What follows belongs to an exercise in optimizing a design on an open flow for small area, a short achievable clock period and few clock cycles; a production flow would make more cautious choices. At most, simulation tests tie the RTL to the original design; equivalence was not proved. Only the layout flow was run in runs 4 to 6; the RTL was not checked for function there. No activity file was given, so power comes from the tool's default toggle rates.

==> flow/design.v <==
module turf_dec (
    input  wire       clk,
    input  wire       rst,         
    input  wire       start,       
    input  wire [6:0] width_m1,    
    input  wire       in_valid,
    input  wire [7:0] in_data,
    output wire       in_ready,
    output reg        out_valid,
    output reg  [7:0] out_data,
    output reg        out_last,    
    input  wire       out_ready,
    output wire       err
);
    localparam QN = 2;             
    localparam QW = 1;             
    localparam [1:0] G_LIT = 2'd0,   
                     G_ABV = 2'd2,   
                     G_DLT = 2'd3;   
    localparam [2:0] P_IDLE = 3'd0,
                     P_HDR  = 3'd1,    
                     P_RAW  = 3'd2,    
                     P_TOK  = 3'd3,    
                     P_EXT  = 3'd4,    
                     P_LIT  = 3'd5,    
                     P_REPV = 3'd6,    
                     P_DLT  = 3'd7;    
    reg  [6:0] wm;                 
    reg        bv, skv;
    reg  [7:0] bd, sk;
    reg        p_pop;
    assign in_ready = !skv;
    wire   take     = in_valid && !skv;
    always @(posedge clk) begin
        if (rst || start) begin
            bv  <= 1'b0;
            skv <= 1'b0;
        end else begin
            if (!bv || p_pop) begin
                bv <= skv || take;
                bd <= skv ? sk : in_data;
                skv <= 1'b0;
            end else if (take) begin
                skv <= 1'b1;
                sk  <= in_data;
            end
        end
    end
    reg  [2:0] ps;
    reg        perr;
    reg  [1:0] hcnt;
    reg  [8:0] brem;               
    reg        big;                
    reg  [7:0] xq;                 
    reg  [6:0] tokl;               
    reg  [1:0] ttyp;
    reg  [6:0] tq;                 
    reg        dodd;               
    reg        rdone;              
    reg        q_full;
    reg        push;
    reg  [1:0] push_t;
    reg  [6:0] push_c;
    reg  [2:0] ps_n;
    reg        perr_n;
    assign err = perr;
    wire body_end = !big && brem == 9'd0;
    wire body_one = !big && brem == 9'd1;    
    wire ext      = bd[5:1] == 5'b11111;      
    wire is_tok   = (ps == P_TOK);
    wire [7:0] lq    = is_tok ? {2'd0, bd[5:0]} : bd;       
    wire [6:0] mq    = is_tok ? {1'b0, bd[5:0]} : bd[6:0] + 7'd62;
    wire       m_ok  = !xq[7] && lq <= xq;
    wire       m_end = lq == xq;
    wire [7:0] xq_n  = xq + ~lq;
    wire       tend  = rdone ? body_one : 1'b0;
    wire p_nopush = (ps == P_HDR && hcnt != 2'd3) ||
                    (is_tok && (bd[7:6] != 2'd2 || ext)) ||
                    (ps == P_EXT && ttyp != 2'd2);
    wire p_run    = !perr && ps != P_IDLE;
    always @(*) begin
        p_pop  = bv && p_run && (!q_full || p_nopush);
        push   = 1'b0;
        push_t = G_LIT;
        push_c = 7'd0;
        ps_n   = ps;
        perr_n = 1'b0;
        case (ps)
            P_HDR: if (p_pop && hcnt == 2'd3) begin
                if (bd[7:2] != 6'd0 || bd[1:0] == 2'b11)
                    perr_n = 1'b1;
                if (bd[1:0] == 2'b01) begin
                    ps_n = P_RAW;
                    if (big || brem != {2'b0, wm} + 9'd1)
                        perr_n = 1'b1;
                end else if (bd[1:0] == 2'b10) begin
                    push   = 1'b1;
                    push_t = G_ABV;
                    push_c = wm;
                    if (!body_end)
                        perr_n = 1'b1;
                end else
                    ps_n = P_TOK;
            end
            P_RAW: if (p_pop) begin
                push = 1'b1;
                if (xq == 8'd0) ps_n = P_HDR;
            end
            P_TOK, P_EXT: begin
                if (body_end)
                    perr_n = 1'b1;
                if (p_pop) begin
                    if (is_tok && (tokl == 7'd0 || bd[5:0] == 6'd63))
                        perr_n = 1'b1;
                    if (is_tok && ext)
                        ps_n = P_EXT;
                    else begin
                        if (!m_ok)
                            perr_n = 1'b1;
                        case (is_tok ? bd[7:6] : ttyp)
                            2'd0: ps_n = P_LIT;
                            2'd1: ps_n = P_REPV;
                            2'd3: ps_n = P_DLT;
                            default: begin
                                push   = 1'b1;
                                push_t = G_ABV;
                                push_c = mq;
                                if (m_end) begin
                                    ps_n = P_HDR;
                                    if (!body_one) perr_n = 1'b1;
                                end else
                                    ps_n = P_TOK;
                            end
                        endcase
                    end
                end
            end
            P_LIT, P_REPV, P_DLT: begin
                if (body_end)
                    perr_n = 1'b1;
                if (p_pop) begin
                    push = 1'b1;
                    if (ps == P_REPV)
                        push_c = tq;
                    else if (ps == P_DLT) begin
                        push_t = G_DLT;
                        push_c = (tq == 7'd0 && dodd) ? 7'd0 : 7'd1;
                        if (tq == 7'd0 && dodd && bd[7:4] != 4'd0)
                            perr_n = 1'b1;
                    end
                    if (ps == P_REPV || tq == 7'd0) begin
                        if (rdone) begin
                            ps_n = P_HDR;
                            if (!body_one) perr_n = 1'b1;
                        end else
                            ps_n = P_TOK;
                    end
                end
            end
            default: ;
        endcase
    end
    always @(posedge clk) begin
        if (rst) begin
            ps   <= P_IDLE;
            perr <= 1'b0;
        end else if (start) begin
            ps   <= P_HDR;
            perr <= 1'b0;
            hcnt <= 2'd0;
            wm   <= width_m1;
        end else begin
            if (perr_n)
                perr <= 1'b1;
            ps <= ps_n;
            if (p_pop) begin
                if (ps != P_HDR)
                    brem <= brem - 9'd1;
                case (ps)
                    P_HDR: begin
                        hcnt <= hcnt + 2'd1;
                        case (hcnt)
                            2'd0: begin brem[7:0] <= bd; big <= 1'b0; end
                            2'd1: begin brem[8] <= bd[0]; big <= bd[7:1] != 7'd0; end
                            2'd2: if (bd != 8'd0) big <= 1'b1;
                            default: begin
                                xq   <= {1'b0, wm};
                                tokl <= {1'b0, wm[6:1]} + 7'd17;
                            end
                        endcase
                    end
                    P_RAW: xq <= xq - 8'd1;
                    P_TOK: begin
                        tokl <= tokl - 7'd1;
                        ttyp <= bd[7:6];
                        if (ext)
                            xq <= xq - 8'd62;
                        else
                            xq <= xq_n;
                    end
                    P_EXT: xq <= xq_n;
                    P_LIT, P_DLT: tq <= tq - 7'd1;
                    default: ;
                endcase
                if ((is_tok && !ext) || ps == P_EXT) begin
                    tq    <= ((is_tok ? bd[7:6] : ttyp) == 2'd3) ? {1'b0, mq[6:1]} : mq;
                    dodd  <= !mq[0];
                    rdone <= m_end;
                end
            end
        end
    end
    reg  [1:0] qt [0:QN-1];
    reg  [6:0] qc [0:QN-1];
    reg  [7:0] qv [0:QN-1];
    reg  [QW-1:0] qwp, qrp;
    reg  [QW:0]   qn;
    reg        cv;                 
    reg  [1:0] ct;
    reg  [6:0] cc;
    reg  [7:0] cval;
    reg        okv;                
    reg  [7:0] okd;
    reg        okl;
    wire       emit    = cv && !okv;
    wire       cfree   = !cv || (emit && cc == 7'd0);
    wire       q_empty = (qn == 0);
    wire       q_pop   = cfree && !q_empty;
    wire       q_push  = push && !(cfree && q_empty);
    always @(posedge clk) begin
        if (rst || start) begin
            cv     <= 1'b0;
            qn     <= 0;
            qwp    <= 0;
            qrp    <= 0;
            q_full <= 1'b0;
        end else begin
            if (q_push) begin
                qt[qwp] <= push_t;
                qc[qwp] <= push_c;
                qv[qwp] <= bd;
                qwp     <= (qwp == QN - 1) ? 0 : qwp + 1;
            end
            if (q_pop)
                qrp <= (qrp == QN - 1) ? 0 : qrp + 1;
            if (q_push && !q_pop) begin
                qn     <= qn + 1;
                q_full <= (qn == QN - 1);
            end else if (q_pop && !q_push) begin
                qn     <= qn - 1;
                q_full <= 1'b0;
            end
            if (cfree) begin
                cv <= !q_empty || push;
                if (!q_empty) begin
                    ct   <= qt[qrp];
                    cc   <= qc[qrp];
                    cval <= qv[qrp];
                end else begin
                    ct   <= push_t;
                    cc   <= push_c;
                    cval <= bd;
                end
            end else if (emit) begin
                cc <= cc - 7'd1;
                if (ct == G_DLT)
                    cval <= {4'd0, cval[7:4]};
            end
        end
    end
    reg        frow;               
    reg        rs;                 
    reg  [6:0] ex;                 
    reg  [7:0] dl1;                
    reg  [7:0] dl2;                
    wire [7:0] prev    = rs ? 8'd0 : dl1;
    wire [7:0] above   = frow ? 8'd0 : dl2;
    wire [7:0] dpix    = prev + {{4{cval[3]}}, cval[3:0]};
    wire [7:0] pix     = (ct == G_ABV) ? above :
                         (ct == G_DLT) ? dpix : cval;
    wire       last    = (ex == wm);
    wire [6:0] dsel = wm - 7'd1;
    wire [7:0] tap [0:7];
    assign tap[0] = dl1;
    genvar gi;
    generate
        for (gi = 0; gi < 7; gi = gi + 1) begin : g_seg
            localparam integer L = 1 << (6 - gi);             
            reg [8*L-1:0] sr;
            if (L == 1) begin : g_one
                always @(posedge clk)
                    if (emit) sr <= tap[gi];
            end else begin : g_many
                always @(posedge clk)
                    if (emit) sr <= {sr[8*L-9:0], tap[gi]};
            end
            assign tap[gi + 1] = dsel[6 - gi] ? sr[8*L-1 -: 8] : tap[gi];
        end
    endgenerate
    always @(posedge clk) begin
        if (emit) begin
            dl1 <= pix;
            dl2 <= (wm == 7'd0) ? pix : tap[7];
        end
    end
    always @(posedge clk) begin
        if (rst || start) begin
            frow <= 1'b1;
            rs   <= 1'b1;
            ex   <= 7'd0;
        end else if (emit) begin
            rs <= last;
            if (last) begin
                ex   <= 7'd0;
                frow <= 1'b0;
            end else
                ex <= ex + 7'd1;
        end
    end
    always @(posedge clk) begin
        if (rst || start) begin
            out_valid <= 1'b0;
            okv       <= 1'b0;
        end else if (!out_valid || out_ready) begin
            out_valid <= okv || emit;
            okv       <= 1'b0;
            out_data  <= okv ? okd : pix;
            out_last  <= okv ? okl : last;
        end else if (emit) begin
            okv <= 1'b1;
            okd <= pix;
            okl <= last;
        end
    end
endmodule
==> flow/flow/run.sh <==
#!/bin/bash
# Standard layout, with timing repair aimed at a larger setup slack than
# config.mk's settings allow. Each tool's full output goes to its own log.
set -euo pipefail
bash standard.sh SETUP_SLACK_MARGIN=5.4 synth > make_synth.log 2>&1
bash standard.sh SETUP_SLACK_MARGIN=5.4 finish > make_finish.log 2>&1
==> flow/standard.sh <==
#!/bin/bash
# synth_recipe.tcl (not shown) runs the flow's synth.tcl, then flattens the netlist and writes it again
# the make line also repeats each setting of config.mk as NAME=value (left out here)
make -C /OpenROAD-flow-scripts/flow DESIGN_CONFIG=/design/flow/config.mk WORK_HOME=/design/flow/orfs CLKGATE_MAP_FILE= SYNTH_SCRIPT=/design/flow/synth_recipe.tcl "${@:-finish}"
==> flow/config.mk <==
export PLATFORM = sky130hd
export DESIGN_NAME = turf_dec
export DESIGN_NICKNAME = turf_dec
export VERILOG_FILES = /design/flow/design.v
export SDC_FILE = /design/flow/constraint.sdc
export NUM_CORES = 4
export LEC_CHECK = 0
export ABC_CLOCK_PERIOD_IN_PS = 2700
export CAP_MARGIN = 20
export CORE_MARGIN = 2
export CORE_UTILIZATION = 40
export CTS_BUF_LIST = sky130_fd_sc_hd__clkbuf_16
export CTS_CLUSTER_DIAMETER = 60
export CTS_CLUSTER_SIZE = 35
export PLACE_DENSITY = 0.6
export SLEW_MARGIN = 20
==> flow/constraint.sdc <==
create_clock -name core_clock -period 8.0 [get_ports {clk}]
set_input_delay 1.6000 -clock core_clock [delete_from_list [all_inputs] [get_ports {clk}]]
set_output_delay 1.6000 -clock core_clock [all_outputs]
set_load 0.01 [all_outputs]
==> results of run 1 <==
-- registers in the layout, indices dropped and copies added, names as in the netlist, 2 cells and up, named ones only --
register and count:
tq 7, cval 8, hcnt 2, g_seg.sr 1016, qn 2, dl1 8, wm 7, out_data 8
ex 7, sk 8, brem 9, bd 8, cc 7, ttyp 2, qt 4, qv 16
ct 2, xq 8, qc 14, ps 3, tokl 7, dl2 8, okd 8
-- final cells by class --
type | instances | area [sq um] | area share [%]
antenna | 2 | 5.00 | 0.0103
clock buffer | 86 | 2150 | 4.44
clock inverter | 72 | 1140 | 2.36
inverter | 69 | 307 | 0.633
multi-input combinational | 890 | 6520 | 13.5
sequential | 1186 | 35400 | 73.0
tap | 1380 | 1730 | 3.56
timing repair buffer | 120 | 1190 | 2.46
timing repair inverter | 1 | 16.3 | 0.0336
-- power breakdown --
group	switching, W	total (W)	internal (W)
Clock	0.00243	0.00482	0.00238
Sequential	0.0000205	0.00678	0.00676
Combinational	0.000182	0.000303	0.000121
Total	0.00264	0.0119	0.00927
-- cells in the mapped netlist (6+ instances only) --
cell type / number
sky130_fd_sc_hd__clkbuf_1: 34
sky130_fd_sc_hd__o211ai_1: 12
sky130_fd_sc_hd__o21ai_0: 60
sky130_fd_sc_hd__dfxtp_1: 24
sky130_fd_sc_hd__nor2b_1: 22
sky130_fd_sc_hd__mux2_2: 26
sky130_fd_sc_hd__o21ai_1: 7
sky130_fd_sc_hd__o21a_1: 6
sky130_fd_sc_hd__nand4_1: 10
sky130_fd_sc_hd__nand2_1: 98
sky130_fd_sc_hd__nor4_1: 8
sky130_fd_sc_hd__nor3_1: 25
sky130_fd_sc_hd__nand3_1: 27
sky130_fd_sc_hd__xor2_1: 21
sky130_fd_sc_hd__edfxtp_1: 1162
sky130_fd_sc_hd__a311oi_1: 8
sky130_fd_sc_hd__a211oi_1: 12
sky130_fd_sc_hd__o221ai_1: 7
sky130_fd_sc_hd__nand2b_1: 17
sky130_fd_sc_hd__buf_2: 11
sky130_fd_sc_hd__or4_1: 6
sky130_fd_sc_hd__mux2i_1: 25
sky130_fd_sc_hd__or3_1: 13
sky130_fd_sc_hd__o31ai_1: 7
sky130_fd_sc_hd__and2_1: 10
sky130_fd_sc_hd__buf_1: 8
sky130_fd_sc_hd__inv_1: 67
sky130_fd_sc_hd__nor2_1: 121
sky130_fd_sc_hd__nand3b_1: 7
sky130_fd_sc_hd__ha_1: 50
sky130_fd_sc_hd__xnor2_1: 40
sky130_fd_sc_hd__and3_1: 13
sky130_fd_sc_hd__a21o_1: 11
sky130_fd_sc_hd__a22o_1: 7
sky130_fd_sc_hd__a31oi_1: 14
sky130_fd_sc_hd__a21oi_1: 87
sky130_fd_sc_hd__a22oi_1: 7
-- metal layers --
layer  vias up  track usage, %  share of wire, %
li1       8832               -                 -
met2       402            19.1                44
met5         -               0                 0
met1      9813            19.9                50
met3       115            2.66               4.6
met4         0            3.56               2.1
-- timing repair --
item	CTS	global route
cloned	5	2
setup buffers	40	28
pin swaps	10	10
endpoints found under the setup margin	877	335
gates resized for setup	119	63
-- cell families (layout without fill, tap and decap cells) --
group           after synthesis  in the layout  synth area share, %
compound gates              301            302                 4.89
xor+xnor                     61             62                 1.27
fa+ha+maj                    52             52                 1.59
buf+inv                     130            348                 1.33
flops                      1186           1186                 84.4
mux                          51             51                 1.30
other cells                   0              2                    0
simple gates                421            423                 5.22
-- path summary, 6_finish.rpt --
check,start,end,cells after the start
worst max-delay path,out_data[1]$_DFFE_PP_,out_data[1],1
worst min-delay path,g_seg[0].sr[125]$_DFFE_PP_,g_seg[0].sr[133]$_DFFE_PP_,0
worst max register to register,cc[0]$_DFFE_PP_,qn[0]$_SDFFE_PN0P_,9
worst min register to register,g_seg[0].sr[125]$_DFFE_PP_,g_seg[0].sr[133]$_DFFE_PP_,0
-- stage by stage --
step / instance area (sq um) / worst slack, ns
after detailed placement: 43900 / 3.98
after CTS: 47900 / 5.14
after floorplan: 42000 / 4.68
final: 48400 / 5.20
after global routing: 48400 / 5.11
after global placement: 43900 / 4.16
==> run summary, run 1 <==
The run finished with no timing, DRC or antenna violations. In the layout the commonest cells are 1162 x sky130_fd_sc_hd__edfxtp_1, 119 x sky130_fd_sc_hd__nor2_1, 95 x sky130_fd_sc_hd__nand2_1. The design draws 0.0119 W.

The clock transition at the registers of the reported paths came out at 0.10 ns. For the final database, setup skew stands at 0.0383 ns. Leaving out fill and tap cells, the most frequent cell in the layout is sky130_fd_sc_hd__edfxtp_1. The quantity of I/O buffers inserted on ports is 31. In this run the tightest slew margin relative to its limit is 27.8%. The global route total overflow came out at 0.

Walking the worst path, the cells encountered are buf_2. The share of the synthesized area in the top cell type is 83.3%. The count of placed standard cells in the final layout, fillers left out is 3806. The clock root buffer is sky130_fd_sc_hd__clkbuf_16. The area added between synthesis and finish came out at 15.6%.

CTS saw 1186 sinks. The first-pass GRT wire length came out at 109 mm. In this run, synthesis inferred 1162 flip-flops with an integrated enable. The worst-case hold slack is 0.378 ns. The share of the clock period used by the worst path after layout came out at 35.0%. The TritonCTS buffer count is 85. In this run the standard cell core region covers 104000 sq um. The data arrival time of the critical path came out at 1.20 ns. The buffer depth of the longest clock path came out at 3.

The largest vdd supply drop came out at 190 uV. The total of hold buffers inserted after clock tree synthesis is 0. The number of max-capacitance violations reported is 0. Setup repair after global routing could not meet its margin everywhere. The slack of the worst reg-to-reg path is 5.49 ns.

The worst setup path is launched from a flop. A synthesized cell averages 19.0 sq um. The largest net degree at the start of global routing is 188. The number of different library cells in the post-synthesis netlist is 94.

The total routing resource utilization after global routing is 13.1%. The number of buffers and inverters on the critical path is 1. Along the worst path, the maximum fanout reaches 1. The half-perimeter wire length of the detailed placement result is 41.2 mm. The final number of max-transition violations is 0. The highest clock rate came out at 357 MHz. The x dimension of the die is 328 um. The final route contains 19200 vias.

Setup violations remaining at the end of the flow were counted as 0. The DRC violation count after routing is 0. The layout cell share with drive strength beyond 1 came out at 16.8%. The post-synthesis sequential element count came out at 1186. The initial antenna violation count came out at 2. Once detail routing completed, the nets flagged for antenna violations numbered 0.

The height of the chip is 328 um. After detailed placement, the design holds a cell count of 3571. The netlist area before placement is 41900 sq um. The synthesized design spends more area on one cell type than any other, namely sky130_fd_sc_hd__edfxtp_1. The minimum period implied by the final worst setup slack is 2.80 ns. In this run the static leakage power is 15.5 nW. Sequential cells were found to cover 84.4% of the synthesized design area. The slew of the pin with the lowest slew margin is 1.08 ns. The fill cell instance count of the final layout came out at 8533. The via count of the first global-routing pass was 18600. The critical path is of the reg -> out type. The initial DRC count is 1818. The share of flip-flops with an asynchronous set or reset is 0%. In the synthesized netlist the dominant register cell turns out to be sky130_fd_sc_hd__edfxtp_1.

On the critical path the largest part of the delay comes from flip-flops. The mean routed wirelength per cell is 19.0 um. The worst setup path is captured at an output pin. The cell area power density is 246 nW/um^2. The share of the core filled with cells in the final layout is 46.7%. The number of primary I/O pins came out at 32. The peak per-stage delay on the critical path is 0.38 ns. The final weighted congestion in routability-driven placement is 0.858. The number of placement rows is 118.

The number of vias per cell after detailed routing came out at 5.03. The worst hold path belongs to the class reg -> reg. The source-to-sink clock delay at the later pin of the worst-skew pair came out at 0.67 ns. CTS built an H-tree with a depth of 3. The initial standard-cell utilization of the core is 40.4%. The number of cells produced by synthesis is 2202. The number of failing hold endpoints at the final stage came out at 0. The number of nets produced by synthesis is 2274.

The clock tree from TritonCTS is done. The required time at the worst-slack endpoint came out at 6.40 ns. Ranked by total cell area, the synthesized netlist is headed by sky130_fd_sc_hd__edfxtp_1 83%, sky130_fd_sc_hd__ha_1 1.5%, sky130_fd_sc_hd__dfxtp_1 1.1%. The total negative slack for setup checks came out at 0 ns. Before antenna repair, the detailed router went through 6 iterations. The area enclosed by the die boundary came out at 107000 sq um. The number of nets in the finished design is 2425. For this design, the slowest cell found on the critical path is sky130_fd_sc_hd__edfxtp_1. The number of warnings reported in the yosys synthesis log came out at 1. The final layout contains routed wiring with a total length of 72.2 mm.
Testbench counts, summed over its fixed seeds: cycles 66,280.
==> inputs of run 2 (changes only) <==
--- a/flow/config.mk
+++ b/flow/config.mk
@@ -8,9 +8,9 @@
 export ABC_CLOCK_PERIOD_IN_PS = 2700
 export CAP_MARGIN = 20
 export CORE_MARGIN = 2
-export CORE_UTILIZATION = 40
+export CORE_UTILIZATION = 55
 export CTS_BUF_LIST = sky130_fd_sc_hd__clkbuf_16
-export CTS_CLUSTER_DIAMETER = 60
-export CTS_CLUSTER_SIZE = 35
-export PLACE_DENSITY = 0.6
+export CTS_CLUSTER_DIAMETER = 100
+export CTS_CLUSTER_SIZE = 30
+export PLACE_DENSITY = 0.7
 export SLEW_MARGIN = 20
==> run summary, run 2 <==
The longest clock path from root to sink contains 3 buffers. The die is 280 um wide. The total area inside the core boundary comes to 75700 sq um. The count of vias placed by the detailed router is 18900. The netlist area before placement came out at 41900 sq um. Walking the worst path, the cells encountered are buf_2. The number of max-capacitance violations reported is 0. STA puts the critical path data required time at 6.40 ns. Synthesis instantiated 94 different standard cells from the library.

In this design, the largest share of critical-path delay is due to flip-flops. Headroom to the max-slew limit came out at 28.5%. The count of cells along the worst register-to-register path came out at 6.

The number of nets in the finished design is 2397. The total routing resource utilization after global routing is 17.0%. The proportion of power drawn by the clock network is 28.3%. Pin placement for this block handled 32 I/O pins. The TritonCTS buffer count came out at 46. The quantity of I/O buffers inserted on ports is 31. In this run the critical register-to-register path is launched from wm[2]$_DFFE_PP_. The number of warnings reported in the yosys synthesis log is 1. The number of nets produced by synthesis came out at 2274. The run finished with no timing, DRC or antenna violations. The final number of max-transition violations is 0. The internal portion of the total power is 0.00799 W. The analysis attributes to net switching a power of 0.00189 W. The cell area power density is 215 nW/um^2. The register containing the most flip-flops in the final layout is g_seg.sr. The least setup slack across all paths after layout came out at 5.23 ns. The most instantiated flip-flop cell in the synthesis netlist is sky130_fd_sc_hd__edfxtp_1. The initial standard-cell utilization of the core came out at 55.4%. The minimum period implied by the final worst setup slack came out at 2.77 ns. The first global-routing pass estimated 103 mm of wire. The later pin in the worst-skew pair is clocked with a latency of 0.64 ns. Counting flops with an async set or reset pin after synthesis yields a share of 0%.

The mean routed wirelength per cell came out at 20.5 um. The worst setup path is captured at an output pin. The highest clock rate came out at 361 MHz. The number of enable flip-flop cells after synthesis is 1162. The total of hold buffers inserted after clock tree synthesis is 0.

On the worst path, the slowest cell contributes a delay of 0.38 ns. The clock sink total is 1186. The fill cell instance count of the final layout came out at 5279. After detailed routing, the number of vias per cell comes to 5.72. In this run the remaining antenna-violating nets after routing total 0.

The final setup skew is 0.0472 ns. Counting instances, the worst hold path has a depth of 0. The largest total area in the synthesized netlist belongs to sky130_fd_sc_hd__edfxtp_1. The area added between synthesis and finish came out at 9.65%. The largest vdd supply drop came out at 174 uV. Entering global routing, the biggest net connects 231 pins. The fraction of power consumed by combinational cells is 3.1%. In the post-synthesis netlist, the biggest area contributors are sky130_fd_sc_hd__edfxtp_1 83%, sky130_fd_sc_hd__ha_1 1.5%, sky130_fd_sc_hd__dfxtp_1 1.1%. The slack of the worst reg-to-reg path came out at 5.38 ns. The number of placement rows came out at 101. Setup repair after global routing could not meet its margin everywhere. In this run, the number of DRC markers left after iteration 0 of detailed routing was 2071. The worst setup path is of the reg -> out kind.

The pre-CTS setup slack is 4.02 ns. The clock root buffer is sky130_fd_sc_hd__clkbuf_16. The path with the worst hold slack has its endpoint at g_seg[3].sr[53]$_DFFE_PP_. The type of the most critical hold path is reg -> reg. The post-synthesis sequential area ratio is 84.4%.

The final routed wirelength across all metal layers came out at 67.9 mm. The share of the synthesized area in the top cell type came out at 83.3%. The number of detailed-routing iterations run before antenna repair is 7.

Together, buffers and inverters on the worst path number 1. For this run, design rule violations remaining after detail routing come to 0. The initial antenna violation count was 3. By count the netlist is led by 1162 x sky130_fd_sc_hd__edfxtp_1, 121 x sky130_fd_sc_hd__nor2_1, 98 x sky130_fd_sc_hd__nand2_1. The area occupied by multi-input gates is 6450 sq um. The library cells used most frequently in the layout, excluding fill and tap cells, are 1162 x sky130_fd_sc_hd__edfxtp_1, 120 x sky130_fd_sc_hd__nor2_1, 95 x sky130_fd_sc_hd__nand2_1.

For the pin with the worst max-slew slack, the measured transition is 1.07 ns. The post-synthesis sequential element count came out at 1186. The layout cell share with drive strength beyond 1 is 13.0%. The largest individual stage delay along the critical path comes from the cell sky130_fd_sc_hd__edfxtp_1. The half-perimeter wire length of the detailed placement result is 39.1 mm. The switching fraction of total power came out at 19.1%. STA classifies the critical path startpoint as a flop. The part of the total power dissipated in sequential elements came out at 68.7%. The clock transition at the registers of the reported paths came out at 0.11 ns. STA puts the critical path data arrival time at 1.17 ns. The number of failing hold endpoints at the final stage was 0. Setup violations remaining at the end of the flow were counted as 0. Yosys instantiated no cell more often than sky130_fd_sc_hd__edfxtp_1. After routing, the total negative slack on setup checks comes to 0 ns. After synthesis, the mean cell area works out to 19.0 sq um.

The deepest level of the CTS H-tree came out at 2. The worst path uses 34.7% of the clock period. The register with the most flip-flops in the layout has 1016 of them. The worst register-to-register path ends at g_seg[3].sr[6]$_DFFE_PP_. The sequential standard cell area came out at 35400 sq um. The number of cells produced by synthesis is 2202. For this design the static power due to leakage is 14.6 nW. The leading cell type in the layout, fill and taps excluded is sky130_fd_sc_hd__edfxtp_1. Summed over all layers, the global routing overflow is 0.

The largest registers in the layout are g_seg.sr: 1016 flops, qv: 16 flops, qc: 14 flops. In this run the most critical hold path is launched from g_seg[3].sr[45]$_DFFE_PP_. The die covers 78400 sq um. The height of the chip is 280 um.

TritonCTS built the clock tree. The via count of the first global-routing pass is 17900. In this run the worst path has a maximum fanout of 1. The congestion estimate from routability-driven global placement came to 0.880.
run 2: cell counts after synthesis:
No cell type changed its count.
run 2: how the worst max path moves through the flow:
stage,from,endpoint,cells after the start
floorplan,okv$_SDFFE_PP0P_,ex[5]$_SDFFE_PN0P_,7
global placement,start,cval[0]$_DFFE_PP_,4
detailed placement,start,cval[3]$_DFFE_PP_,4
CTS,out_data[5]$_DFFE_PP_,out_data[5],1
global route,out_data[6]$_DFFE_PP_,out_data[6],1
finish,out_data[5]$_DFFE_PP_,out_data[5],1
run 2: power groups by stage:
stage	combinational [W]	clock, W	sequential (W)
after floorplan	0.000172	0	0.00692
after global placement	0.000231	0	0.00694
after detailed placement	0.000236	0	0.00694
final	0.000302	0.00279	0.00678
after global routing	0.000326	0.00309	0.00679
after CTS	0.000273	0.00290	0.00679
run 2: metal layers:
| metal | global-route usage, % | part of all wire, % |
|---|---|---|
| met2 | 24.2 | 43 |
| met3 | 2.41 | 5.3 |
| met5 | 0 | 0 |
| met1 | 27.6 | 49 |
| met4 | 4.37 | 2.4 |
run 2: cell families (layout without fill, tap and decap cells):
group	count (synthesis)	after routing	share of synthesized area, %
multiplexers	51	51	1.30
AO/OA/AOI/OAI	301	303	4.89
XOR/XNOR	61	62	1.27
adder cells (fa/ha/maj)	52	52	1.59
flip-flops	1186	1186	84.4
other	0	1	0
buffers and inverters	130	257	1.33
AND/OR/NAND/NOR	421	423	5.22
run 2: area by class of cell:
| type | count | share of cell area [%] |
|---|---|---|
| antenna | 1 | 0.00545 |
| clock buffer | 48 | 2.61 |
| clock inverter | 9 | 0.201 |
| inverter | 69 | 0.667 |
| multi-input combinational | 891 | 14.0 |
| sequential | 1186 | 77.0 |
| tap | 978 | 2.66 |
| timing repair buffer | 131 | 2.79 |
run 2: timing repair:
action | CTS | global route
setup endpoints to repair | 469 | 767
gates cloned | 3 | 3
gates resized for setup | 119 | 52
setup buffers | 44 | 35
pin swaps | 13 | 11
run 2: stage by stage:
stage	hold WS, ns	total power (W)	area, sq um	util [%]	instances
3_3_place_gp	0.401	0.00717	43400	57.3	3168
5_1_grt	0.414	0.0102	46000	60.7	3312
4_1_cts	0.411	0.00996	45300	59.9	3272
6_report	0.393	0.00988	46000	60.7	3313
3_5_place_dp	0.405	0.00717	43400	57.3	3168
2_1_floorplan	0.400	0.00709	42000	-	2202
==> inputs of run 3 (changes only) <==
--- a/flow/config.mk
+++ b/flow/config.mk
@@ -8,9 +8,9 @@
 export ABC_CLOCK_PERIOD_IN_PS = 2700
 export CAP_MARGIN = 20
 export CORE_MARGIN = 2
-export CORE_UTILIZATION = 55
+export CORE_UTILIZATION = 65
 export CTS_BUF_LIST = sky130_fd_sc_hd__clkbuf_16
 export CTS_CLUSTER_DIAMETER = 100
 export CTS_CLUSTER_SIZE = 30
-export PLACE_DENSITY = 0.7
+export PLACE_DENSITY = 0.8
 export SLEW_MARGIN = 20
==> run summary, run 3 <==
The flow ran to the end and the layout has no timing, DRC or antenna violations. The share of the clock period used by the worst path after layout came out at 34.7%. The number of nets in the finished design is 2425. The register with the most flip-flops in the layout has 1016 of them. Setup violations remaining at the end of the flow were counted as 0.

The mean area per synthesized cell came out at 19.0 sq um. The nature of the critical path endpoint is an output pin. The largest vdd supply drop is 383 uV. The final routed wirelength across all metal layers is 77.8 mm.

In this run the number of H-tree levels came out at 2. In this run, synthesis produced a sequential element count of 1186. The total routing resource utilization after global routing came out at 22.3%. The number of failing hold endpoints at the final stage is 0. The height of the chip came out at 258 um. The number of different library cells in the post-synthesis netlist is 94. In this design, the stage delay of the slowest critical-path cell is 0.39 ns. The number of antenna diodes came out at 0.

The layout cell share with drive strength beyond 1 came out at 15.2%. The cell type group with the largest total delay on the critical path is flip-flops. The met3 layer usage reported by global route came out at 2.79%.

In this run the standard cell core region covers 64100 sq um. The number of detailed-routing iterations run before antenna repair came out at 6. For the pin with the worst max-slew slack, the measured transition is 1.01 ns. After detailed routing, the average wire length per cell comes to 24.2 um. The analysis attributes to cell leakage a power of 14.8 nW. The number of placed cells counting well taps is 3043.

Global routing used 34.4% of the available met1 tracks. The number of clock buffers added by TritonCTS is 46. In this run the horizontal extent of the chip is 258 um. The initial DRC count is 2453. The share of flip-flops with an asynchronous set or reset is 0%. TritonCTS built the clock tree. The number of enable flip-flop cells after synthesis is 1162. sky130_fd_sc_hd__edfxtp_1 takes more of the synthesized area than any other cell. The via count of the first global-routing pass is 18900. The number of nets produced by synthesis is 2274. The signal on the critical path passes through buf_2. The cell with the biggest individual delay on the critical path is sky130_fd_sc_hd__edfxtp_1. The buffer depth of the longest clock path is 3. The most repeated cell in the gate-level netlist after synthesis is sky130_fd_sc_hd__edfxtp_1.

Clock-pin slew was measured on the worst setup and hold paths at 0.12 ns. Sorting the synthesized cells by how often they occur yields 1162 x sky130_fd_sc_hd__edfxtp_1, 121 x sky130_fd_sc_hd__nor2_1, 98 x sky130_fd_sc_hd__nand2_1. The register with the most flip-flops in the final layout is g_seg.sr. Together, buffers and inverters on the worst path number 1. The top cell type by area accounts for 83.3% of the synthesized area. The worst setup path is of the reg -> out kind. Detailed placement finished with a half-perimeter wire length of 41.4 mm. In this run the tightest slew margin relative to its limit is 32.8%.

In the final layout, the registers with the most flip-flops are g_seg.sr: 1016 flops, qv: 16 flops, qc: 14 flops. The netlist area before placement came out at 41900 sq um. Ranked by total cell area, the synthesized netlist is headed by sky130_fd_sc_hd__edfxtp_1 83%, sky130_fd_sc_hd__ha_1 1.5%, sky130_fd_sc_hd__dfxtp_1 1.1%. The count of vias placed by the detailed router is 19800. The biggest fanout along the worst timing path is 1.

The global-route layer with the greatest usage is met2. The number of max-capacitance violations reported is 0. The library cell used most frequently in the layout, excluding fill and tap cells, is sky130_fd_sc_hd__edfxtp_1.

After floorplanning, the core was divided into 93 placement rows. The global route total overflow came out at 0. The minimum period implied by the final worst setup slack is 2.77 ns.

The quantity of I/O buffers inserted on ports is 31. The number of warnings reported in the yosys synthesis log came out at 1. Setup repair after global routing could not meet its margin everywhere.

For this run, the leading register cell type out of synthesis is sky130_fd_sc_hd__edfxtp_1. The source-to-sink clock delay at the later pin of the worst-skew pair is 0.64 ns. The final setup skew is 0.0370 ns. The initial antenna violation count is 2. The clock sink total is 1186. For the worst setup path, the data arrival time is 1.17 ns. The total negative slack for setup checks came out at 0 ns. For this run, global-route usage on met2 was measured as 34.9%. At the worst endpoint, the required time is 6.40 ns.

The number of vias per cell after detailed routing came out at 6.15. In the synthesized netlist, the number of instances is 2202. Once layout is complete, the utilization of the core stands at 72.1%. The area enclosed by the die boundary came out at 66500 sq um. The count of placed standard cells in the final layout, fillers left out is 3218. The highest clock rate is 361 MHz. In the layout the commonest cells are 1162 x sky130_fd_sc_hd__edfxtp_1, 119 x sky130_fd_sc_hd__nor2_1, 103 x sky130_fd_sc_hd__buf_4. The first-pass GRT wire length is 112 mm.

The number of primary I/O pins is 32. The initial standard-cell utilization of the core is 65.4%. The final number of max-transition violations came out at 0. The DRC violation count after routing is 0. The clock root buffer is sky130_fd_sc_hd__clkbuf_16. For this design the ratio of total power to cell area is 215 nW/um^2. In this run the worst hold path is classified as reg -> reg. The largest net degree at the start of global routing came out at 223. The post-synthesis sequential area ratio is 84.4%. The startpoint kind of the worst setup timing path is a flop. The total of hold buffers inserted after clock tree synthesis came out at 0. The count of nets left with antenna violations once routing finished came out at 0.

The final weighted congestion in routability-driven placement came out at 0.909. Relative to the synthesized area, the layout overhead comes to 10.3%.
-- run 3: cell counts after synthesis --
No cell type changed its count.
-- run 3: stage by stage --
stage          area [sq um]  setup slack, ns  hold slack (ns)  total power, W
3_5_place_dp          43200             4.04            0.405         0.00718
4_1_cts               45400             5.20            0.400         0.00996
2_1_floorplan         42000             4.68            0.400         0.00709
5_1_grt               46200             5.19            0.413          0.0102
3_3_place_gp          43200             4.18            0.400         0.00716
6_report              46200             5.23            0.401         0.00996
-- run 3: logic make-up (layout without fill, tap and decap cells) --
logic type | count (synthesis) | after routing | share of synthesized area, %
flip-flops | 1186 | 1186 | 84.4
AND/OR/NAND/NOR | 421 | 423 | 5.22
AO/OA/AOI/OAI | 301 | 302 | 4.89
buffers and inverters | 130 | 286 | 1.33
XOR/XNOR | 61 | 63 | 1.27
adder cells (fa/ha/maj) | 52 | 52 | 1.59
multiplexers | 51 | 51 | 1.30
-- run 3: final timing paths --
path | startpoint | to | slack, ns | cells past startpoint
worst max-delay path | out_data[3]$_DFFE_PP_ | out_data[3] | 5.23 | 1
worst min register to register | g_seg[4].sr[8]$_DFFE_PP_ | g_seg[4].sr[16]$_DFFE_PP_ | 0.40 | 0
worst max register to register | wm[0]$_DFFE_PP_ | dl2[6]$_DFFE_PP_ | 5.32 | 11
worst min-delay path | g_seg[4].sr[8]$_DFFE_PP_ | g_seg[4].sr[16]$_DFFE_PP_ | 0.40 | 0
-- run 3: repair_timing --
item	CTS	global route
resized for setup	126	79
buffers inserted	67	40
setup endpoints to repair	599	595
cloned	5	4
pin swaps	18	29
-- run 3: power breakdown --
part | switching (W) | internal (W)
combinational | 0.000205 | 0.000141
sequential | 0.0000223 | 0.00676
clock | 0.00173 | 0.00109
total | 0.00196 | 0.00799
-- run 3: final cells by class --
| type | count | area, sq um |
|---|---|---|
| Timing Repair Buffer | 158 | 1500 |
| Clock buffer | 47 | 1180 |
| Sequential cell | 1186 | 35400 |
| Fill cell | 3640 | 17900 |
| Tap cell | 855 | 1070 |
| Inverter | 69 | 298 |
| Multi-Input combinational cell | 891 | 6670 |
| Timing Repair inverter | 1 | 11.3 |
| Clock inverter | 11 | 98.8 |
-- run 3: routing by layer --
metal / part of all wire [%] / up-vias
met2: 47 / 884
met5: 0 / -
met3: 7.3 / 152
li1: - / 8754
met1: 43 / 10000
met4: 2.5 / 0
==> inputs of run 4 (changes only) <==
--- a/flow/design.v
+++ b/flow/design.v
@@ -272,15 +272,14 @@
     reg        rs;                 
     reg  [6:0] ex;                 
     reg  [7:0] dl1;                
-    reg  [7:0] dl2;                
     wire [7:0] prev    = rs ? 8'd0 : dl1;
-    wire [7:0] above   = frow ? 8'd0 : dl2;
+    wire [7:0] tap [0:7];
+    wire [7:0] above   = frow ? 8'd0 : tap[7];
     wire [7:0] dpix    = prev + {{4{cval[3]}}, cval[3:0]};
     wire [7:0] pix     = (ct == G_ABV) ? above :
                          (ct == G_DLT) ? dpix : cval;
     wire       last    = (ex == wm);
-    wire [6:0] dsel = wm - 7'd1;
-    wire [7:0] tap [0:7];
+    wire [6:0] dsel = wm;
     assign tap[0] = dl1;
     genvar gi;
     generate
@@ -300,7 +299,6 @@
     always @(posedge clk) begin
         if (emit) begin
             dl1 <= pix;
-            dl2 <= (wm == 7'd0) ? pix : tap[7];
         end
     end
     always @(posedge clk) begin
--- a/flow/config.mk
+++ b/flow/config.mk
@@ -8,9 +8,9 @@
 export ABC_CLOCK_PERIOD_IN_PS = 2700
 export CAP_MARGIN = 20
 export CORE_MARGIN = 2
-export CORE_UTILIZATION = 65
+export CORE_UTILIZATION = 55
 export CTS_BUF_LIST = sky130_fd_sc_hd__clkbuf_16
 export CTS_CLUSTER_DIAMETER = 100
 export CTS_CLUSTER_SIZE = 30
-export PLACE_DENSITY = 0.8
+export PLACE_DENSITY = 0.7
 export SLEW_MARGIN = 20
==> run summary, run 4 <==
The largest registers in the layout are g_seg.sr: 1016 flops, qv: 16 flops, qc: 14 flops. The share of flip-flops with an asynchronous set or reset came out at 0%. The leading cell type in the layout, fill and taps excluded is sky130_fd_sc_hd__edfxtp_1. The mean routed wirelength per cell came out at 20.9 um.

In the layout the commonest cells are 1154 x sky130_fd_sc_hd__edfxtp_1, 97 x sky130_fd_sc_hd__nand2_1, 82 x sky130_fd_sc_hd__nor2_1. The type of the most critical hold path is reg -> reg. The first-pass GRT wire length came out at 100 mm. The signal on the critical path passes through buf_2. The nature of the critical path endpoint is an output pin.

The cell type group with the largest total delay on the critical path is flip-flops. Along the worst path, the maximum fanout reaches 1. The worst setup path is of the reg -> out kind.

In this run the critical register-to-register path is launched from wm[6]$_DFFE_PP_. The average instance in the mapped netlist occupies 19.6 sq um. The slack of the worst reg-to-reg path came out at 5.44 ns. The hold-critical path endpoint is g_seg[4].sr[23]$_DFFE_PP_. The least setup slack across all paths after layout came out at 5.16 ns. At the worst endpoint, the required time is 6.40 ns. Timing would allow up to 352 MHz.

The number of flip-flops under the largest register name is 1016. The clock tree synthesis step divided the H-tree into 2 levels. The xor and xnor area share after synthesis is 1.13%.

Counting flops per register, the top entry is g_seg.sr. The number of enable flip-flop cells after synthesis came out at 1154. The source-to-sink clock delay at the later pin of the worst-skew pair is 0.64 ns.

The most repeated cell in the gate-level netlist after synthesis is sky130_fd_sc_hd__edfxtp_1. Ranked by total cell area, the synthesized netlist is headed by sky130_fd_sc_hd__edfxtp_1 84%, sky130_fd_sc_hd__ha_1 1.4%, sky130_fd_sc_hd__dfxtp_1 1.2%. The minimum period implied by the final worst setup slack is 2.84 ns. The number of vias per cell after detailed routing is 5.65. The number of primary I/O pins is 32. The detailed router finished its first iteration with 1777 violations. The count of cells along the worst register-to-register path came out at 7.

The area occupied by multi-input gates came out at 5750 sq um. The number of placed cells counting well taps came out at 3058. The fill cell instance count of the final layout came out at 5175. The TritonCTS buffer count is 46. The worst-case hold slack came out at 0.416 ns. The most instantiated flip-flop cell in the synthesis netlist is sky130_fd_sc_hd__edfxtp_1. At the end of the flow, the number of nets in the layout was 2256.

The total routing resource utilization after global routing is 17.0%. The synthesized design contains 1178 register bits. The tree is rooted in a sky130_fd_sc_hd__clkbuf_16.

The global route total overflow came out at 0. From left edge to right edge, the die measures 277 um. In this run, post-CTS hold repair placed 0 buffers. The commonest cells after synthesis are 1154 x sky130_fd_sc_hd__edfxtp_1, 99 x sky130_fd_sc_hd__nand2_1, 83 x sky130_fd_sc_hd__nor2_1. The largest vdd supply drop came out at 220 uV.

The complex-gate fraction of the synthesized area is 4.78%. The number of placement rows came out at 100. The run finished with no timing, DRC or antenna violations. The wire-length estimate of the detail-placed layout is 38.4 mm. The cell area that synthesis handed to floorplanning was 41000 sq um. The area growth from synthesis to layout is 8.96%. The height of the chip came out at 277 um.

For this block, the routed nets add up to 66.4 mm of wire. The floorplan step defined a die boundary enclosing 76800 sq um. In this run the static leakage power is 14.0 nW. After technology mapping, the gate count stands at 2090. The synthesized netlist devotes 4.24% of its cell area to simple gates. The share of the synthesized area in the top cell type is 84.4%.

Detailed routing inserted a total of 18000 vias. In this run the power density over the cells is 227 nW/um^2. The cell with the biggest individual delay on the critical path is sky130_fd_sc_hd__edfxtp_1. The via count of the first global-routing pass came out at 17100. The number of max-capacitance violations reported came out at 0. The remaining max-slew budget at the tightest pin is 28.2%. The worst hold path begins at g_seg[4].sr[15]$_DFFE_PP_. After synthesis, the netlist uses 84 different library cells. For the worst setup path, the data arrival time is 1.24 ns. TritonCTS built the clock tree. The post-route antenna net violation count is 0. The initial antenna violation count came to 4.

The core region area came out at 74200 sq um. The final-report setup violation count came out at 0. The portion of netlist area occupied by mux cells is 1.62%. The slew of the pin with the lowest slew margin came out at 1.08 ns. Excluding fillers, the count of instances in the completed layout stands at 3179.

The peak per-stage delay on the critical path is 0.44 ns. The adder-cell area share of the yosys netlist is 1.50%. The worst hold path passes through 0 cells. The number of failing hold endpoints at the final stage is 0. Entering global routing, the biggest net connects 219 pins. The number of nets produced by synthesis is 2158. The endpoint identified for the worst register-to-register timing path is out_data[3]$_DFFE_PP_. The final weighted congestion in routability-driven placement is 0.863. The startpoint kind of the worst setup timing path is a flop. The post-synthesis sequential area ratio is 85.6%. The clock transition at the registers of the reported paths came out at 0.12 ns. The number of buffers and inverters on the critical path is 1. The post-route netlist has 11.9% of its cells at a drive strength greater than 1. Setup repair after global routing could not meet its margin everywhere. For this run, design rule violations remaining after detail routing come to 0. Between clock sinks in the finished design, the worst skew comes to 0.0257 ns. The largest family of logic cells by synthesized area is compound AO/OA/AOI/OAI gates. The sequential cells in the finished layout cover a total of 35200 sq um. CTS saw 1178 sinks. The quantity of I/O buffers inserted on ports came out at 31. At the placement stage, the worst setup path has a slack of 3.35 ns.

For this run, the number of Yosys warnings is 1. The initial utilization of the core area, before any placement, comes to 55.3%. The buffer depth of the longest clock path came out at 3. The biggest area consumer among synthesized cells is sky130_fd_sc_hd__edfxtp_1. The share of the clock period used by the worst path after layout came out at 35.5%. The final number of max-transition violations is 0. The number of detailed-routing iterations run before antenna repair came out at 7.
[run 4: worst max path at each step]
stage | slack (ns) | to | start | cells after the start
4_1_cts | 5.11 | out_data[5] | out_data[5]$_DFFE_PP_ | 1
5_1_grt | 5.09 | out_data[5] | out_data[5]$_DFFE_PP_ | 1
3_3_place_gp | 3.54 | cval[5]$_SDFFCE_PP0P_ | start | 4
2_1_floorplan | -8.47 | dl1[0]$_DFFE_PP_ | okv$_SDFFE_PP0P_ | 4
6_report | 5.16 | out_data[5] | out_data[5]$_DFFE_PP_ | 1
3_5_place_dp | 3.35 | cval[3]$_DFFE_PP_ | start | 4
[run 4: stage by stage]
stage	setup TNS (ns)	power [W]	util, %	instance area (sq um)
floorplan	-8738.57	0.00744	-	41100
global placement	0	0.00746	57.4	42600
detailed placement	0	0.00747	57.4	42600
CTS	0	0.0102	59.8	44400
global route	0	0.0105	60.3	44700
finish	0	0.0101	60.3	44700
[run 4: kinds of logic (layout without fill, tap and decap cells)]
logic type,count (synthesis),after routing
fa+ha+maj,48,48
xor+xnor,53,53
flops,1178,1178
compound gates,287,287
buf+inv,115,234
mux,58,58
other cells,0,1
simple gates,351,351
[run 4: timing repair]
action	in CTS	in global routing
gates cloned	1	0
gates resized for setup	123	34
endpoints found under the setup margin	367	497
setup buffers	26	23
pin swaps	9	6
[run 4: routing by layer]
metal  wire [um]  global-route usage [%]
met5           0                       0
met4        1150                    3.79
met3        3750                    2.65
met2       28600                    24.1
met1       32900                    28.0
[run 4: area by class of cell]
cell class,count,share of cell area (%)
Antenna cell,1,0.00560
Clock buffer,46,2.57
Clock inverter,23,0.389
Inverter,58,0.568
Multi-Input combinational cell,797,12.8
Sequential cell,1178,78.6
Tap cell,969,2.71
Timing Repair Buffer,107,2.29
[run 4: power breakdown]
group	internal (W)	total [W]	leakage, nW	switching (W)
logic	0.000132	0.000405	2.71	0.000274
clock network	0.00108	0.00278	0.699	0.00169
registers	0.00690	0.00696	10.6	0.0000575
==> inputs of run 5 (changes only) <==
--- a/flow/design.v
+++ b/flow/design.v
@@ -222,11 +222,14 @@
     reg        okv;                
     reg  [7:0] okd;
     reg        okl;
-    wire       emit    = cv && !okv;
+    wire       byp     = !cv && push && !okv;
+    wire       emit    = (cv || push) && !okv;
     wire       cfree   = !cv || (emit && cc == 7'd0);
     wire       q_empty = (qn == 0);
     wire       q_pop   = cfree && !q_empty;
     wire       q_push  = push && !(cfree && q_empty);
+    wire [1:0] st      = cv ? ct : push_t;        
+    wire [7:0] sv      = cv ? cval : bd;
     always @(posedge clk) begin
         if (rst || start) begin
             cv     <= 1'b0;
@@ -256,6 +259,11 @@
                     ct   <= qt[qrp];
                     cc   <= qc[qrp];
                     cval <= qv[qrp];
+                end else if (byp) begin
+                    cv   <= push_c != 7'd0;
+                    ct   <= push_t;
+                    cc   <= push_c - 7'd1;
+                    cval <= (push_t == G_DLT) ? {4'd0, bd[7:4]} : bd;
                 end else begin
                     ct   <= push_t;
                     cc   <= push_c;
@@ -272,14 +280,15 @@
     reg        rs;                 
     reg  [6:0] ex;                 
     reg  [7:0] dl1;                
+    reg  [7:0] dl2;                
     wire [7:0] prev    = rs ? 8'd0 : dl1;
-    wire [7:0] tap [0:7];
-    wire [7:0] above   = frow ? 8'd0 : tap[7];
-    wire [7:0] dpix    = prev + {{4{cval[3]}}, cval[3:0]};
-    wire [7:0] pix     = (ct == G_ABV) ? above :
-                         (ct == G_DLT) ? dpix : cval;
+    wire [7:0] above   = frow ? 8'd0 : dl2;
+    wire [7:0] dpix    = prev + {{4{sv[3]}}, sv[3:0]};
+    wire [7:0] pix     = (st == G_ABV) ? above :
+                         (st == G_DLT) ? dpix : sv;
     wire       last    = (ex == wm);
-    wire [6:0] dsel = wm;
+    wire [6:0] dsel = wm - 7'd1;
+    wire [7:0] tap [0:7];
     assign tap[0] = dl1;
     genvar gi;
     generate
@@ -299,6 +308,7 @@
     always @(posedge clk) begin
         if (emit) begin
             dl1 <= pix;
+            dl2 <= (wm == 7'd0) ? pix : tap[7];
         end
     end
     always @(posedge clk) begin
==> flow/run.sh (new file) <==
#!/bin/bash
# synth_recipe.tcl (not shown) runs the flow's synth.tcl, then flattens the netlist and writes it again
# the make line also repeats each setting of config.mk as NAME=value (left out here)
make -C /OpenROAD-flow-scripts/flow DESIGN_CONFIG=/design/flow/config.mk WORK_HOME=/design/flow/orfs CLKGATE_MAP_FILE= SYNTH_SCRIPT=/design/flow/synth_recipe.tcl finish
==> flow/config.mk (replaced) <==
export PLATFORM = sky130hd
export DESIGN_NAME = turf_dec
export DESIGN_NICKNAME = turf_dec
export VERILOG_FILES = /design/flow/design.v
export SDC_FILE = /design/flow/constraint.sdc
export NUM_CORES = 4
export LEC_CHECK = 0
export ABC_CLOCK_PERIOD_IN_PS = 3000
export CAP_MARGIN = 20
export CORE_MARGIN = 2
export CORE_UTILIZATION = 40
export CTS_BUF_LIST = sky130_fd_sc_hd__clkbuf_8
export CTS_CLUSTER_DIAMETER = 50
export CTS_CLUSTER_SIZE = 15
export PLACE_DENSITY = 0.6
export SETUP_SLACK_MARGIN = 5
export SLEW_MARGIN = 20
removed: flow/flow/run.sh
removed: flow/standard.sh
==> run summary, run 5 <==
In the layout the commonest cells are 1162 x sky130_fd_sc_hd__edfxtp_1, 109 x sky130_fd_sc_hd__clkbuf_8, 101 x sky130_fd_sc_hd__nand2_1. The height of the chip is 326 um. The via count of the first global-routing pass was 18600. The netlist area before placement is 41400 sq um. The initial antenna violation count came out at 3. By startpoint and endpoint, the worst setup path is classified as reg -> out. For this run, the leading register cell type out of synthesis is sky130_fd_sc_hd__edfxtp_1. Of all nets on the critical path, the largest fanout is 1. The number of nets in the finished design came out at 2419. The DRC violation count after routing came out at 0. The slew of the pin with the lowest slew margin is 1.13 ns. The die is 326 um wide. sky130_fd_sc_hd__edfxtp_1 takes more of the synthesized area than any other cell. Ranked by flip-flop count, first place goes to g_seg.sr. The deepest level of the CTS H-tree is 3. The total routing resource utilization after global routing came out at 13.9%. The number of detailed-routing iterations run before antenna repair came out at 5. The number of primary I/O pins came out at 32. The data arrival time of the critical path came out at 1.55 ns. The clock transition at the registers of the reported paths came out at 0.10 ns. The largest net degree at the start of global routing is 104. The xor and xnor area share after synthesis came out at 1.71%.

The highest clock rate came out at 318 MHz. The number of warnings reported in the yosys synthesis log came out at 1. The filler cells instantiated in the layout total 8684.

The portion of netlist area occupied by mux cells came out at 1.63%. The core region area is 103000 sq um. The initial standard-cell utilization of the core is 40.2%. The post-route antenna net violation count came out at 0.

Of the total synthesized cell area, the portion taken by full adders, half adders and majority gates is 1.52%. For this run, the number of standard cells in the final layout without fillers is 3791. The remaining max-slew budget at the tightest pin is 24.4%. The source-to-sink clock delay at the later pin of the worst-skew pair came out at 0.80 ns. Max-cap violations in this run came to 0. Summing the areas of all compound-gate instances in the mapped netlist gives 4.13% of the synthesized area. After layout, the minimum clock period comes to 3.15 ns. In the synthesized netlist, the cells that appear most often are 1162 x sky130_fd_sc_hd__edfxtp_1, 106 x sky130_fd_sc_hd__nand2_1, 101 x sky130_fd_sc_hd__nor2_1. The clock sink total is 1186. The global route total overflow came out at 0. The worst-case hold slack is 0.358 ns. The number of cells produced by synthesis came out at 2128. The initial DRC count came out at 1802. A synthesized cell averages 19.5 sq um. Prior to clock tree synthesis, the placed netlist has a worst setup slack of 3.26 ns.

The TritonCTS buffer count is 107. The post-synthesis sequential element count came out at 1186. The share of the synthesized area in the top cell type is 84.3%. The largest vdd supply drop is 137 uV. By area the synthesized netlist is led by sky130_fd_sc_hd__edfxtp_1 84%, sky130_fd_sc_hd__ha_1 1.4%, sky130_fd_sc_hd__dfxtp_1 1.2%. On the critical path, the stage with the largest delay is an instance of sky130_fd_sc_hd__edfxtp_1.

The register with the most flip-flops in the layout has 1016 of them. In the final layout, the share of cells above drive strength 1 is 19.1%. The count of vias placed by the detailed router is 19100. The area growth from synthesis to layout is 15.7%. In the routed layout, each cell is associated on average with a via count of 5.03. The clock tree from TritonCTS is done. The simple logic cell fraction of the synthesized area is 4.26%. The flow ran to the end and the layout has no timing, DRC or antenna violations. The largest registers in the layout are g_seg.sr: 1016 flops, qv: 16 flops, qc: 14 flops.

Broken down by cell family, the worst path's largest delay share belongs to flip-flops. Yosys mapped a number of flops with a built-in enable equal to 1162. The nature of the critical path endpoint is an output pin. Setup repair after global routing could not meet its margin everywhere. On the worst path, the slowest cell contributes a delay of 0.53 ns. After synthesis, the largest family of logic cells by area is simple AND/OR/NAND/NOR gates.

The final weighted congestion in routability-driven placement came out at 0.850. Together, buffers and inverters on the worst path number 1. Summing the sequential cell areas from Yosys gives 85.4% of the chip area. The leakage power came out at 15.4 nW. The share of flip-flops with an asynchronous set or reset is 0%. The number of placement rows is 118. The number of failing hold endpoints at the final stage came out at 0.

For the final routed database, the setup TNS stands at 0 ns. The final routed wirelength across all metal layers is 75.3 mm. STA classifies the critical path startpoint as a flop. After layout, the worst setup slack is 4.85 ns.

The first global-routing pass estimated 113 mm of wire. Walking the worst path, the cells encountered are buf_2. The cell area power density came out at 234 nW/um^2. No sink is reached through more buffers than the 3 on the longest clock path. The worst path uses 39.3% of the clock period. The mean routed wirelength per cell is 19.9 um. The floorplan step defined a die boundary enclosing 106000 sq um. CTS placed an instance of sky130_fd_sc_hd__clkbuf_8 at the clock tree root. The required time at the worst-slack endpoint is 6.40 ns. The final setup skew came out at 0.0928 ns. The number of nets produced by synthesis is 2197.

The final-report setup violation count is 0. The number of placed cells counting well taps came out at 3504. The number of different library cells in the post-synthesis netlist is 87. Leaving out fill and tap cells, the most frequent cell in the layout is sky130_fd_sc_hd__edfxtp_1.

In the post-synthesis netlist, the cell with the most instances is sky130_fd_sc_hd__edfxtp_1. The half-perimeter wire length of the detailed placement result came out at 40.0 mm. The quantity of I/O buffers inserted on ports is 31. The final number of max-transition violations came out at 0. In this run the worst hold path is classified as reg -> reg.
==> run 5: area by class of cell <==
cell class | instances | area (sq um) | area share [%]
repair inverters | 5 | 85.1 | 0.178
multi-input cells | 810 | 6260 | 13.1
clock buffers | 109 | 1500 | 3.13
repair buffers | 162 | 1900 | 3.96
flip-flops and latches | 1186 | 35400 | 73.9
well taps | 1380 | 1730 | 3.61
diodes | 2 | 5.00 | 0.0104
clock inverters | 59 | 682 | 1.42
inverters | 78 | 338 | 0.705
==> run 5: routing by layer <==
layer  routed length, um  up-vias  GRT usage (%)
met5                   0        -              0
met4                2290        0           4.48
met3                4170      148           2.45
met2               32500      533           19.8
met1               36300     9746           21.5
li1                    -     8634              -
==> run 5: worst paths after layout <==
path / start / end / slack, ns / depth (start not counted)
worst min-delay path: g_seg[4].sr[9]$_DFFE_PP_ / g_seg[4].sr[17]$_DFFE_PP_ / 0.36 / 0
worst max-delay path: out_data[4]$_DFFE_PP_ / out_data[4] / 4.85 / 1
worst min register to register: g_seg[4].sr[9]$_DFFE_PP_ / g_seg[4].sr[17]$_DFFE_PP_ / 0.36 / 0
worst max register to register: cv$_SDFFE_PN0N_ / dl2[6]$_DFFE_PP_ / 4.95 / 14
==> run 5: metrics by stage <==
step / power (W) / cell area (sq um) / utilization [%]
floorplan: 0.00744 / 41500 / -
global placement: 0.00756 / 43500 / 42.2
detailed placement: 0.00758 / 43500 / 42.2
CTS: 0.0113 / 47100 / 45.7
global route: 0.0116 / 47900 / 46.5
finish: 0.0112 / 47900 / 46.5
==> run 5: logic make-up after synthesis <==
family	Yosys count
muxes	65
buffers and inverters	135
xor gates and xnor gates	80
AOI/OAI and AO/OA	257
and+or+nand+nor	356
adders and majority gates	49
DFF	1186
==> run 5: timing repair <==
item                       in CTS  in global routing
hold buffers                    0                  0
pin swaps                      27                 28
gates resized for setup       162                 86
buffers inserted               63                 27
cloned                         19                  8
setup endpoints to repair    1260                633
==> run 5: power by group <==
part | total [W] | internal, W | switching [W]
Clock | 0.00367 | 0.00162 | 0.00205
Sequential | 0.00705 | 0.00699 | 0.0000676
Combinational | 0.000497 | 0.000185 | 0.000312
Total | 0.0112 | 0.00879 | 0.00243
==> inputs of run 6 (changes only) <==
--- a/flow/design.v
+++ b/flow/design.v
@@ -222,8 +222,9 @@
     reg        okv;                
     reg  [7:0] okd;
     reg        okl;
-    wire       byp     = !cv && push && !okv;
-    wire       emit    = (cv || push) && !okv;
+    wire       pushb   = bv && !perr && (ps == P_RAW || ps == P_LIT || ps == P_REPV || ps == P_DLT);
+    wire       byp     = !cv && pushb && !okv;
+    wire       emit    = (cv || pushb) && !okv;
     wire       cfree   = !cv || (emit && cc == 7'd0);
     wire       q_empty = (qn == 0);
     wire       q_pop   = cfree && !q_empty;
==> run summary, run 6 <==
The critical path in this run is classified as reg -> reg. The buffer depth of the longest clock path is 3. After detailed routing, the number of vias per cell comes to 5.13. Counting every net in the synthesized netlist gives 2299. Summing every instance area after synthesis gives 42000 sq um. The number of placed cells counting well taps came out at 3608. For this design the static power due to leakage is 15.4 nW.

In the post-synthesis netlist, the cell with the most instances is sky130_fd_sc_hd__edfxtp_1. Counting both buffers and inverters, the worst setup path holds a total of 2. The number of different library cells in the post-synthesis netlist came out at 86.

The mean area per synthesized cell came out at 18.8 sq um. The core region area is 104000 sq um. The share of the synthesized area in the top cell type is 83.1%. The largest registers in the layout are g_seg.sr: 1016 flops, qv: 16 flops, qc: 14 flops. Ranked by instance count, the synthesized netlist is headed by 1162 x sky130_fd_sc_hd__edfxtp_1, 107 x sky130_fd_sc_hd__nand2_1, 104 x sky130_fd_sc_hd__nor2_1. The number of cells produced by synthesis came out at 2229. The die is 328 um wide. STA classifies the critical path startpoint as a flop. The initial DRC count came out at 1936. The layout cell share with drive strength beyond 1 came out at 18.0%. The number of warnings reported in the yosys synthesis log is 1. The number of flip-flops under the largest register name is 1016.

For this design the ratio of total power to cell area is 234 nW/um^2. The fraction of power consumed by combinational cells is 4.6%. The number of detailed-routing iterations run before antenna repair is 6. Routability-driven placement finished with a final weighted congestion of 0.918.

The critical path ends at g_seg[4].sr[22]$_DFFE_PP_. Excluding fillers, the count of instances in the completed layout stands at 3879. The via count of the first global-routing pass came out at 19500.

The library cell used most frequently in the layout, excluding fill and tap cells, is sky130_fd_sc_hd__edfxtp_1. The first-pass GRT wire length is 119 mm. The largest vdd supply drop is 138 uV. Setup repair after global routing could not meet its margin everywhere. The register containing the most flip-flops in the final layout is g_seg.sr. The initialized floorplan defines 118 standard-cell rows. The type of the most critical hold path is reg -> reg. 32 I/O pins were placed. The area enclosed by the die boundary is 108000 sq um. The count of cells along the worst register-to-register path came out at 5.

The run finished with no timing, DRC or antenna violations. Synthesis inferred 1186 register bits. The cell sitting at the root of the clock tree is a sky130_fd_sc_hd__clkbuf_8. Sorting the synthesized cells by area gives the leading types as sky130_fd_sc_hd__edfxtp_1 83%, sky130_fd_sc_hd__ha_1 1.4%, sky130_fd_sc_hd__dfxtp_1 1.1%. The deepest level of the CTS H-tree came out at 3.

The first element of the critical path is bv$_SDFFE_PN0P_. After synthesis, flip-flops and latches occupy 84.3% of the total area. For this design, the sink count on the clock tree is 1186. The required time at the worst-slack endpoint came out at 8.40 ns. Walking the worst path, the cells encountered are nor2b_1 -> nand2_2 -> a21oi_4 -> clkbuf_16 -> buf_16. The final routed wirelength across all metal layers came out at 79.1 mm. The critical path crosses 5 cells after its start point.

The source-to-sink clock delay at the later pin of the worst-skew pair is 0.79 ns. The worst path uses 37.4% of the clock period. The total routing resource utilization after global routing came out at 14.3%. The global route total overflow is 0. The total negative slack for setup checks came out at 0 ns. After Yosys synthesis, XOR and XNOR cells account for 1.36% of the synthesized area.

The initial antenna violation count was 1. Internal power comes to 0.00875 W. The biggest area consumer among synthesized cells is sky130_fd_sc_hd__edfxtp_1. TritonCTS created 108 clock buffers. After synthesis, the share of cell area in mux cells is 1.44%.

The largest family of logic cells by synthesized area is compound AO/OA/AOI/OAI gates. After detailed routing, the number of remaining DRC violations is 0. The multi-input combinational cells in the finished layout cover a total of 6740 sq um.

Counting flops with a built-in enable in the synthesized netlist gives 1162. The highest clock rate came out at 334 MHz. The number of max-capacitance violations reported came out at 0. The clock tree from TritonCTS is done. The minimum period implied by the final worst setup slack came out at 2.99 ns.

In this run switching power makes up 22.0% of total power. The complex-gate fraction of the synthesized area is 5.35%. The height of the chip is 328 um. The biggest fanout along the worst timing path is 152. In this run the power spent charging and discharging nets is 0.00247 W. After filler insertion, the fill cell instance count of the layout stands at 8688. The largest single stage delay on the critical path is 0.56 ns. The most used flip-flop cell after synthesis is sky130_fd_sc_hd__edfxtp_1.

The clock transition at the registers of the reported paths is 0.09 ns. The slew of the pin with the lowest slew margin is 1.08 ns. Among cell families on the critical path, the largest total delay comes from buffers and inverters.

The cell with the biggest individual delay on the critical path is sky130_fd_sc_hd__buf_16. The share of flip-flops with an asynchronous set or reset came out at 0%. Summing the areas of all fa, ha and maj instances in the mapped netlist gives 1.53% of the synthesized area. The final number of max-transition violations came out at 0.

The mean routed wirelength per cell came out at 20.4 um. The part of the total power dissipated in sequential elements is 63.0%. STA classifies the critical path endpoint as a flop. The post-route antenna net violation count came out at 0. The number of failing hold endpoints at the final stage is 0. The clock network accounts for 32.4% of the total power. In this run the critical register-to-register path is launched from bv$_SDFFE_PN0P_. Setup slack on the worst reg-to-reg path comes out at 5.01 ns.

The simple logic cell fraction of the synthesized area is 4.77%. The final-report setup violation count came out at 0. The HPWL after detailed placement is 45.4 mm. The top cell types in the final layout, fill and taps aside, are 1162 x sky130_fd_sc_hd__edfxtp_1, 110 x sky130_fd_sc_hd__clkbuf_8, 103 x sky130_fd_sc_hd__nand2_1.

The initial standard-cell utilization of the core is 40.5%. The count of vias placed by the detailed router is 19900. The endpoint identified for the worst register-to-register timing path is g_seg[4].sr[22]$_DFFE_PP_. The remaining max-slew budget at the tightest pin is 27.8%. The data arrival time of the critical path is 3.39 ns. The quantity of I/O buffers inserted on ports is 31. In the final layout, flip-flops and latches occupy 35400 sq um. Relative to the synthesized area, the layout overhead comes to 14.2%. The number of nets in the finished design came out at 2511. The largest net degree at the start of global routing came out at 161. The final setup skew came out at 0.0737 ns.
[run 6: cell count changes after synthesis, sizes merged, moves of 8 or more]
cell | previous run | this run
mux2i | 45 | 32
o211ai | 6 | 15
o31ai | 3 | 11
xor2 | 39 | 23
a21oi | 60 | 90
nand2b | 7 | 19
nor3 | 23 | 31
[run 6: kinds of logic (layout without fill, tap and decap cells)]
| group | after synthesis | in the layout |
|---|---|---|
| muxes | 57 | 57 |
| and+or+nand+nor | 400 | 401 |
| adders and majority gates | 50 | 50 |
| buffers and inverters | 140 | 406 |
| DFF | 1186 | 1186 |
| AOI/OAI and AO/OA | 331 | 332 |
| other | 0 | 2 |
| xor gates and xnor gates | 65 | 65 |
[run 6: per-layer routing]
metal | track usage [%] | part of all wire, % | vias up
met5 | 0 | 0 | -
met1 | 21.0 | 47 | 10200
li1 | - | - | 9046
met4 | 5.86 | 3.6 | 0
met3 | 2.57 | 4.6 | 186
met2 | 21.2 | 45 | 510
[run 6: area by class of cell]
class | instances | share of cell area (%)
antenna | 2 | 0.0104
clock buffer | 110 | 3.16
clock inverter | 56 | 1.36
inverter | 81 | 0.679
multi-input combinational | 905 | 14.1
sequential | 1186 | 73.8
tap | 1380 | 3.60
timing repair buffer | 159 | 3.30
[run 6: metrics by stage]
stage / setup WS [ns] / area, sq um / util [%] / hold slack [ns] / power [W]
global placement: 3.79 / 44200 / 42.6 / 0.400 / 0.00763
floorplan: 3.65 / 42100 / - / 0.400 / 0.00750
global route: 4.85 / 47900 / 46.2 / 0.388 / 0.0117
detailed placement: 3.62 / 44200 / 42.6 / 0.405 / 0.00765
finish: 5.01 / 47900 / 46.2 / 0.402 / 0.0112
CTS: 4.90 / 47200 / 45.5 / 0.380 / 0.0114
[run 6: power by group through the flow]
stage / clock network [W] / registers [W] / logic (W)
global route: 0.00403 / 0.00709 / 0.000564
CTS: 0.00381 / 0.00708 / 0.000478
global placement: 0 / 0.00722 / 0.000419
finish: 0.00364 / 0.00707 / 0.000519
detailed placement: 0 / 0.00722 / 0.000429
floorplan: 0 / 0.00720 / 0.000294
[run 6: worst min-delay path by stage]
stage	startpoint	depth (start not counted)	endpoint	slack [ns]
3_3_place_gp	g_seg[1].sr[104]$_DFFE_PP_	0	g_seg[1].sr[112]$_DFFE_PP_	0.40
5_1_grt	g_seg[0].sr[11]$_DFFE_PP_	0	g_seg[0].sr[19]$_DFFE_PP_	0.39
4_1_cts	g_seg[0].sr[11]$_DFFE_PP_	0	g_seg[0].sr[19]$_DFFE_PP_	0.38
3_5_place_dp	g_seg[0].sr[92]$_DFFE_PP_	0	g_seg[0].sr[100]$_DFFE_PP_	0.40
2_1_floorplan	g_seg[0].sr[92]$_DFFE_PP_	0	g_seg[0].sr[100]$_DFFE_PP_	0.40
6_report	g_seg[0].sr[11]$_DFFE_PP_	0	g_seg[0].sr[19]$_DFFE_PP_	0.40
[run 6: repair_timing]
action	CTS	global route
gates resized for setup	152	59
buffers inserted	54	41
gates cloned	2	6
hold buffers	0	0
pin swaps	19	21
setup endpoints to repair	987	778

-- afterwards: timing with drivers on the ports --
The results above use ideal ports. As a check the final layouts listed here were re-extracted and re-timed, cells and wires unchanged. Step 1 (the two cells are an assumption about what drives the block):
set clk [get_ports {clk}]
set_driving_cell -lib_cell sky130_fd_sc_hd__clkbuf_16 $clk
set_driving_cell -lib_cell sky130_fd_sc_hd__buf_2 [delete_from_list [all_inputs] $clk]
Step 2 adds t to the input delays and takes it off the output delays; t is the mean of the earliest and latest rising clock arrival at the registers after step 1. Input paths then give back, and output paths get back, about the clock's delay inside the block. Three values: no drivers, after step 1, after step 2; two values: the first two.
run	shift t [ns]	setup slack, ns	worst setup path at the end	cell pins on the clock port's net
run 1	0.722	5.196 / 5.133 / 4.902	input to register	1
run 2	0.674	5.228 / 5.171 / 4.919	input to register	1
run 3	0.681	5.226 / 5.166 / 4.880	input to register	1
run 4	0.690	5.160 / 5.099 / 4.789	input to register	1
run 5	0.816	4.853 / 4.791 / 4.218	input to register	1
run 6	0.826	5.007 / 5.007 / 4.385	input to register	1
After both steps every run listed still meets setup and hold. The setup slack of run 5, which loses most, moves by -0.062 ns with the drivers and by -0.635 ns with both steps.
